What follows belongs to an exercise in optimizing a design on an open flow for small area; a production flow would make more cautious choices.
The RTL was checked by simulation tests, not by an equivalence proof against the original design.

==> try-indigo: inputs <==
==> flow/design.v <==
module ecc_lane (
    input  wire [31:0] d,      
    input  wire [6:0]  c,      
    input  wire        v,      
    output wire [2:0]  cls,    
    output wire [31:0] data,   
    output wire [6:0]  chk,    
    output wire [6:0]  syn,    
    output wire        ce,     
    output wire        ue      
);
    wire [6:0] cb;
    wire x32 = d[17] ^ d[20];
    wire x33 = d[2] ^ d[16];
    wire x34 = d[6] ^ d[25];
    wire x35 = d[21] ^ d[27];
    wire x36 = d[8] ^ d[11];
    wire x37 = d[0] ^ d[5];
    wire x38 = d[7] ^ d[12];
    wire x39 = d[4] ^ x36;
    wire x40 = d[18] ^ d[30];
    wire x41 = d[28] ^ d[31];
    wire x42 = d[3] ^ x38;
    wire x43 = d[10] ^ d[26];
    wire x44 = d[15] ^ d[19];
    wire x45 = d[13] ^ d[14];
    wire x46 = d[1] ^ d[9];
    wire x47 = d[23] ^ d[24];
    wire x48 = d[29] ^ x40;
    wire x49 = d[22] ^ x33;
    wire x50 = x39 ^ x45;
    assign cb[0] = d[2] ^ d[6] ^ d[10] ^ x37 ^ x42 ^ x46 ^ x50;
    assign cb[1] = d[0] ^ d[1] ^ d[3] ^ d[4] ^ d[18] ^ d[21] ^ x32 ^ x44 ^ x47 ^ x49;
    assign cb[2] = d[7] ^ d[8] ^ d[15] ^ d[16] ^ d[17] ^ d[26] ^ d[27] ^ d[28] ^ x34 ^ x37 ^ x48;
    assign cb[3] = d[5] ^ d[11] ^ d[20] ^ d[25] ^ d[31] ^ x35 ^ x43 ^ x44 ^ x46;
    assign cb[4] = d[9] ^ d[12] ^ d[13] ^ d[19] ^ d[23] ^ d[29] ^ x34 ^ x41 ^ x49;
    assign cb[5] = d[14] ^ d[22] ^ d[24] ^ d[30] ^ x32 ^ x41 ^ x42 ^ x43;
    assign cb[6] = x35 ^ x47 ^ x48 ^ x50;
    wire [6:0] s = c ^ cb;
    assign syn = s;
    wire [1:0] wl = {1'b0, s[0]} + {1'b0, s[1]} + {1'b0, s[2]};
    wire [2:0] wh = {2'b0, s[3]} + {2'b0, s[4]} + {2'b0, s[5]} + {2'b0, s[6]};
    wire [2:0] w  = {1'b0, wl} + wh;
    wire s_zero  = (s == 7'h00);
    wire s_one   = (w == 3'd1);
    wire s_six   = (w == 3'd6);
    wire s_odd   = w[0];
    wire hit     = (w == 3'd3) && !(s[2:0] == 3'b000 && s[6]);
    wire corr    = s_zero || s_one || hit;
    wire c_ones  = &c;
    wire inv     = !v && c_ones && !s_odd;
    wire [6:0] sd = s ^ {7{inv}};
    wire [7:0]  lo;
    wire [15:0] hi;
    genvar i;
    generate
        for (i = 0; i < 8; i = i + 1) begin : g_lo
            assign lo[i] = (sd[2:0] == i);
        end
        for (i = 0; i < 16; i = i + 1) begin : g_hi
            assign hi[i] = (sd[6:3] == i);
        end
    endgenerate
    localparam [223:0] COLS = {
        7'h38, 7'h64, 7'h54, 7'h34, 7'h4C, 7'h2C, 7'h1C, 7'h62,
        7'h52, 7'h32, 7'h4A, 7'h2A, 7'h1A, 7'h46, 7'h26, 7'h16,
        7'h0E, 7'h61, 7'h51, 7'h31, 7'h49, 7'h29, 7'h19, 7'h45,
        7'h25, 7'h15, 7'h0D, 7'h43, 7'h23, 7'h13, 7'h0B, 7'h07};
    wire [31:0] flip;
    generate
        for (i = 0; i < 32; i = i + 1) begin : g_flip
            assign flip[i] = lo[COLS[7*i +: 3]] & hi[COLS[7*i+3 +: 4]];
        end
    endgenerate
    wire [31:0] u  = d ^ flip;
    wire        uz = (u == 32'h0);
    assign data = u & {32{corr}};
    assign chk  = (c & {7{hit}}) | (cb & {7{corr && !hit}});
    wire marker = uz && c_ones && (v || s_odd);      
    wire near   = !v && uz && ((c_ones && !s_odd) || s_six);   
    assign cls = corr ? (v ? (s_zero ? 3'd0 : hit ? 3'd1 : 3'd2) : 3'd3)
                      : (marker ? (v ? 3'd6 : 3'd4) : near ? 3'd5 : 3'd7);
    assign ce  = (corr && !(v && s_zero)) || near;
    assign ue  = !corr && !marker && !near;
endmodule
module ecc_block (
    input  wire           clk,
    input  wire           rst,          
    input  wire           in_valid,
    input  wire [511:0]   in_d,         
    input  wire [111:0]   in_c,         
    input  wire [15:0]    in_v,         
    output reg            out_valid,
    output wire [47:0]    out_cls,      
    output wire [511:0]   out_d,        
    output wire [111:0]   out_c,        
    output wire [111:0]   out_syn,      
    output wire [4:0]     out_ce_cnt,   
    output wire [4:0]     out_ue_cnt    
);
    localparam integer LANES = 16;
    reg [511:0]   s1_d;
    reg [111:0]   s1_c;
    reg [15:0]    s1_v;
    always @(posedge clk) begin
        if (rst)
            out_valid <= 1'b0;
        else
            out_valid <= in_valid;
        s1_d <= in_d;
        s1_c <= in_c;
        s1_v <= in_v;
    end
    wire [15:0] ce;
    wire [15:0] ue;
    genvar g;
    generate
        for (g = 0; g < LANES; g = g + 1) begin : lane
            ecc_lane u_lane (
                .d    (s1_d[32*g +: 32]),
                .c    (s1_c[7*g +: 7]),
                .v    (s1_v[g]),
                .cls  (out_cls[3*g +: 3]),
                .data (out_d[32*g +: 32]),
                .chk  (out_c[7*g +: 7]),
                .syn  (out_syn[7*g +: 7]),
                .ce   (ce[g]),
                .ue   (ue[g])
            );
        end
    endgenerate
    reg [4:0] ce_cnt;
    reg [4:0] ue_cnt;
    integer i;
    always @* begin
        ce_cnt = 5'd0;
        ue_cnt = 5'd0;
        for (i = 0; i < LANES; i = i + 1) begin
            ce_cnt = ce_cnt + {4'd0, ce[i]};
            ue_cnt = ue_cnt + {4'd0, ue[i]};
        end
    end
    assign out_ce_cnt = ce_cnt;
    assign out_ue_cnt = ue_cnt;
endmodule
==> flow/flow/run.sh <==
#!/bin/bash
# Own layout flow: the standard ORFS flow, with two changes.
#  1. Synthesis is the standard synthesis (synth_recipe.tcl) with a different
#     ABC mapping script (flow/abc.script, area-oriented &nf mapping); the
#     registers, their names and cells are the same.
#  2. Ports are buffered with sky130_fd_sc_hd__buf_1 instead of the cell
#     buffer_ports picks by default.
# Every step's full output goes to a log file in this folder.
set -euo pipefail
W=$PWD

# ORFS scripts with only the ABC script replaced, for synthesis.
rm -rf "$W/scripts_abc"
cp -r "$FLOW_HOME/scripts" "$W/scripts_abc"
cp "$W/flow/abc.script" "$W/scripts_abc/abc_speed.script"
cp "$W/flow/abc.script" "$W/scripts_abc/abc_area.script"

bash "$W/standard.sh" SCRIPTS_DIR="$W/scripts_abc" synth > "$W/synth.log" 2>&1

export BUFFER_PORTS_ARGS="-buffer_cell sky130_fd_sc_hd__buf_1"
bash "$W/standard.sh" > "$W/layout.log" 2>&1
==> flow/flow/abc.script <==
&get -n
&st
&dch
&nf -R 1000
&put
topo
dnsize -c
==> flow/standard.sh <==
#!/bin/bash
# synth_recipe.tcl (not shown) runs the flow's synth.tcl, then flattens the netlist and writes it again
# the make line also repeats each setting of config.mk as NAME=value (left out here)
make -C /OpenROAD-flow-scripts/flow DESIGN_CONFIG=/design/flow/config.mk WORK_HOME=/design/flow/orfs CLKGATE_MAP_FILE= SYNTH_SCRIPT=/design/flow/synth_recipe.tcl "${@:-finish}"
==> flow/config.mk <==
export PLATFORM = sky130hd
export DESIGN_NAME = ecc_block
export DESIGN_NICKNAME = ecc_block
export VERILOG_FILES = /design/flow/design.v
export SDC_FILE = /design/flow/constraint.sdc
export NUM_CORES = 4
export LEC_CHECK = 0
export CAP_MARGIN = 20
export CORE_AREA = 5 5 555 555
export DIE_AREA = 0 0 560 560
export SLEW_MARGIN = 20
==> flow/constraint.sdc <==
create_clock -name core_clock -period 20.0 [get_ports {clk}]
set_input_delay 4.0000 -clock core_clock [delete_from_list [all_inputs] [get_ports {clk}]]
set_output_delay 4.0000 -clock core_clock [all_outputs]
set_load 0.01 [all_outputs]
==> try-tundra (differences from try-indigo) <==
==> flow/design.v, changed modules only <==
module ecc_lane (
    input  wire [31:0] d,      
    input  wire [6:0]  c,      
    input  wire        v,      
    output wire [2:0]  cls,    
    output wire [31:0] data,   
    output wire [6:0]  chk,    
    output wire [6:0]  syn,    
    output wire        ce,     
    output wire        ue      
);
    wire [6:0] cb;
    wire x32 = d[17] ^ d[20];
    wire x33 = d[2] ^ d[16];
    wire x34 = d[6] ^ d[25];
    wire x35 = d[21] ^ d[27];
    wire x36 = d[8] ^ d[11];
    wire x37 = d[0] ^ d[5];
    wire x38 = d[7] ^ d[12];
    wire x39 = d[4] ^ x36;
    wire x40 = d[18] ^ d[30];
    wire x41 = d[28] ^ d[31];
    wire x42 = d[3] ^ x38;
    wire x43 = d[10] ^ d[26];
    wire x44 = d[15] ^ d[19];
    wire x45 = d[13] ^ d[14];
    wire x46 = d[1] ^ d[9];
    wire x47 = d[23] ^ d[24];
    wire x48 = d[29] ^ x40;
    wire x49 = d[22] ^ x33;
    wire x50 = x39 ^ x45;
    assign cb[0] = d[2] ^ d[6] ^ d[10] ^ x37 ^ x42 ^ x46 ^ x50;
    assign cb[1] = d[0] ^ d[1] ^ d[3] ^ d[4] ^ d[18] ^ d[21] ^ x32 ^ x44 ^ x47 ^ x49;
    assign cb[2] = d[7] ^ d[8] ^ d[15] ^ d[16] ^ d[17] ^ d[26] ^ d[27] ^ d[28] ^ x34 ^ x37 ^ x48;
    assign cb[3] = d[5] ^ d[11] ^ d[20] ^ d[25] ^ d[31] ^ x35 ^ x43 ^ x44 ^ x46;
    assign cb[4] = d[9] ^ d[12] ^ d[13] ^ d[19] ^ d[23] ^ d[29] ^ x34 ^ x41 ^ x49;
    assign cb[5] = d[14] ^ d[22] ^ d[24] ^ d[30] ^ x32 ^ x41 ^ x42 ^ x43;
    assign cb[6] = x35 ^ x47 ^ x48 ^ x50;
    wire [6:0] s = c ^ cb;
    assign syn = s;
    wire s_zero = (s == 7'h00);
    wire s_ones = (s == 7'h7F);
    wire s_odd  = ^s;
    wire inv    = !v && !s_odd;
    wire [6:0] sd = s ^ {7{inv}};
    wire [7:0]  lo;
    wire [15:0] hi;
    genvar i;
    generate
        for (i = 0; i < 8; i = i + 1) begin : g_lo
            assign lo[i] = (sd[2:0] == i);
        end
        for (i = 0; i < 16; i = i + 1) begin : g_hi
            assign hi[i] = (sd[6:3] == i);
        end
    endgenerate
    wire lo_w1  = lo[1] | lo[2] | lo[4];
    wire lo_w2  = lo[3] | lo[5] | lo[6];
    wire hi_w1  = hi[1] | hi[2] | hi[4] | hi[8];
    wire hi_w2  = hi[3] | hi[5] | hi[6] | hi[9] | hi[10] | hi[12];
    wire sd_one = (lo_w1 & hi[0]) | (lo[0] & hi_w1);
    wire sd_col = (lo_w1 & hi_w2) | (lo_w2 & hi_w1) | (lo[0] & hi[7]) | (lo[7] & hi[0]);
    wire s_one  = sd_one && !inv;
    wire hit    = sd_col && !inv;
    wire corr   = s_zero || s_one || hit;
    localparam [223:0] COLS = {
        7'h38, 7'h64, 7'h54, 7'h34, 7'h4C, 7'h2C, 7'h1C, 7'h62,
        7'h52, 7'h32, 7'h4A, 7'h2A, 7'h1A, 7'h46, 7'h26, 7'h16,
        7'h0E, 7'h61, 7'h51, 7'h31, 7'h49, 7'h29, 7'h19, 7'h45,
        7'h25, 7'h15, 7'h0D, 7'h43, 7'h23, 7'h13, 7'h0B, 7'h07};
    wire [31:0] flip;
    generate
        for (i = 0; i < 32; i = i + 1) begin : g_flip
            assign flip[i] = lo[COLS[7*i +: 3]] & hi[COLS[7*i+3 +: 4]];
        end
    endgenerate
    wire [31:0] u  = d ^ flip;
    wire        uz = (u == 32'h0);
    assign data = u & {32{corr}};
    assign chk  = (c & {7{hit}}) | (cb & {7{corr && !hit}});
    wire marker = uz && s_ones;
    wire near   = inv && uz && (sd_one || sd_col);
    assign cls = corr ? (v ? (s_zero ? 3'd0 : hit ? 3'd1 : 3'd2) : 3'd3)
                      : (marker ? (v ? 3'd6 : 3'd4) : near ? 3'd5 : 3'd7);
    assign ce  = (corr && !(v && s_zero)) || near;
    assign ue  = !corr && !marker && !near;
endmodule
==> flow/flow/run.sh (replaced) <==
#!/bin/bash
# Own layout flow: the standard ORFS flow (standard.sh), with these changes.
#  1. Synthesis is the standard synthesis (synth_recipe.tcl, ORFS synth.tcl)
#     run with a copy of the ORFS scripts in which the ABC mapping script is
#     flow/abc.script (area-oriented &nf mapping) and extract_fa extracts
#     full adders only. Registers, their names and cells are unchanged.
#  2. Ports are buffered with sky130_fd_sc_hd__buf_1.
#  3. CTS uses the buffers in CTS_BUF from flow/cts_bufs and no dummy loads.
# Every step's full output goes to a log file in this folder.
set -euo pipefail
W=$PWD

rm -rf "$W/scripts_syn"
cp -r "$FLOW_HOME/scripts" "$W/scripts_syn"
cp "$W/flow/abc.script" "$W/scripts_syn/abc_speed.script"
cp "$W/flow/abc.script" "$W/scripts_syn/abc_area.script"
sed -i 's/^  extract_fa {\*}\[dont_use_extract_fa_args\]$/  extract_fa -fa/' "$W/scripts_syn/synth.tcl"
grep -q '^  extract_fa -fa$' "$W/scripts_syn/synth.tcl"

bash "$W/standard.sh" SCRIPTS_DIR="$W/scripts_syn" synth > "$W/synth.log" 2>&1

export BUFFER_PORTS_ARGS="-buffer_cell sky130_fd_sc_hd__buf_1"
export CTS_ARGS="-sink_clustering_enable -repair_clock_nets -dont_use_dummy_load $(cat "$W/flow/cts_args")"
bash "$W/standard.sh" > "$W/layout.log" 2>&1
==> flow/flow/cts_args (new file) <==
-buf_list {sky130_fd_sc_hd__clkbuf_16} -sink_clustering_size 30 -sink_clustering_max_diameter 60
--- a/flow/config.mk
+++ b/flow/config.mk
@@ -6,6 +6,6 @@
 export NUM_CORES = 4
 export LEC_CHECK = 0
 export CAP_MARGIN = 20
-export CORE_AREA = 5 5 555 555
-export DIE_AREA = 0 0 560 560
+export CORE_AREA = 5 5 395 395
+export DIE_AREA = 0 0 400 400
 export SLEW_MARGIN = 20
==> try-raven (differences from try-indigo) <==
==> flow/run.sh (new file) <==
#!/bin/bash
# synth_recipe.tcl (not shown) runs the flow's synth.tcl, then flattens the netlist and writes it again
# the make line also repeats each setting of config.mk as NAME=value (left out here)
make -C /OpenROAD-flow-scripts/flow DESIGN_CONFIG=/design/flow/config.mk WORK_HOME=/design/flow/orfs CLKGATE_MAP_FILE= SYNTH_SCRIPT=/design/flow/synth_recipe.tcl finish
removed: flow/flow/run.sh
removed: flow/flow/abc.script
removed: flow/standard.sh
==> run summary <==
The lowest count of clock-buffer cells in the layout belongs to try-tundra, the highest to try-raven. The lowest via count belongs to try-tundra, the highest to try-raven. Of try-raven and try-indigo, try-raven has the higher utilization (gap 6.8 points). Synthesized cell count: try-indigo is lower than try-raven (about 24%). Critical path depth: try-indigo > try-raven > try-tundra. Die area is the same in try-indigo and try-raven. In flip-flop and latch count, try-raven and try-indigo do not differ. Synthesized area: try-raven > try-indigo > try-tundra.

static timing again, ports no longer ideal:
No port has a modelled driver above. Below, the same layouts with a new extraction and two added sets of constraints. Step 1, drivers: a clkbuf_16 drives clk and a buf_2 each remaining input, both assumed. Step 2 times the ports against the registers' clock, not the clock port: input delays grow and output delays shrink by t, the midpoint of the rising clock arrivals with the driver on. Three values: ideal, step 1, step 2; two values: the first two.
run	shift t [ns]	setup WS [ns]	worst setup path at the end	latest minus earliest clock arrival (ns)	slew at the worst register clock pin (ns)
try-indigo	0.863	4.021 / 3.920 / 4.783	register to output	0.085 / 0.085	0.07 / 0.07
try-tundra	0.734	5.207 / 5.125 / 5.859	register to output	0.109 / 0.110	0.10 / 0.10
try-raven	0.871	3.353 / 3.255 / 4.126	register to output	0.052 / 0.052	0.07 / 0.07
After both steps setup and hold are still met in every run listed.
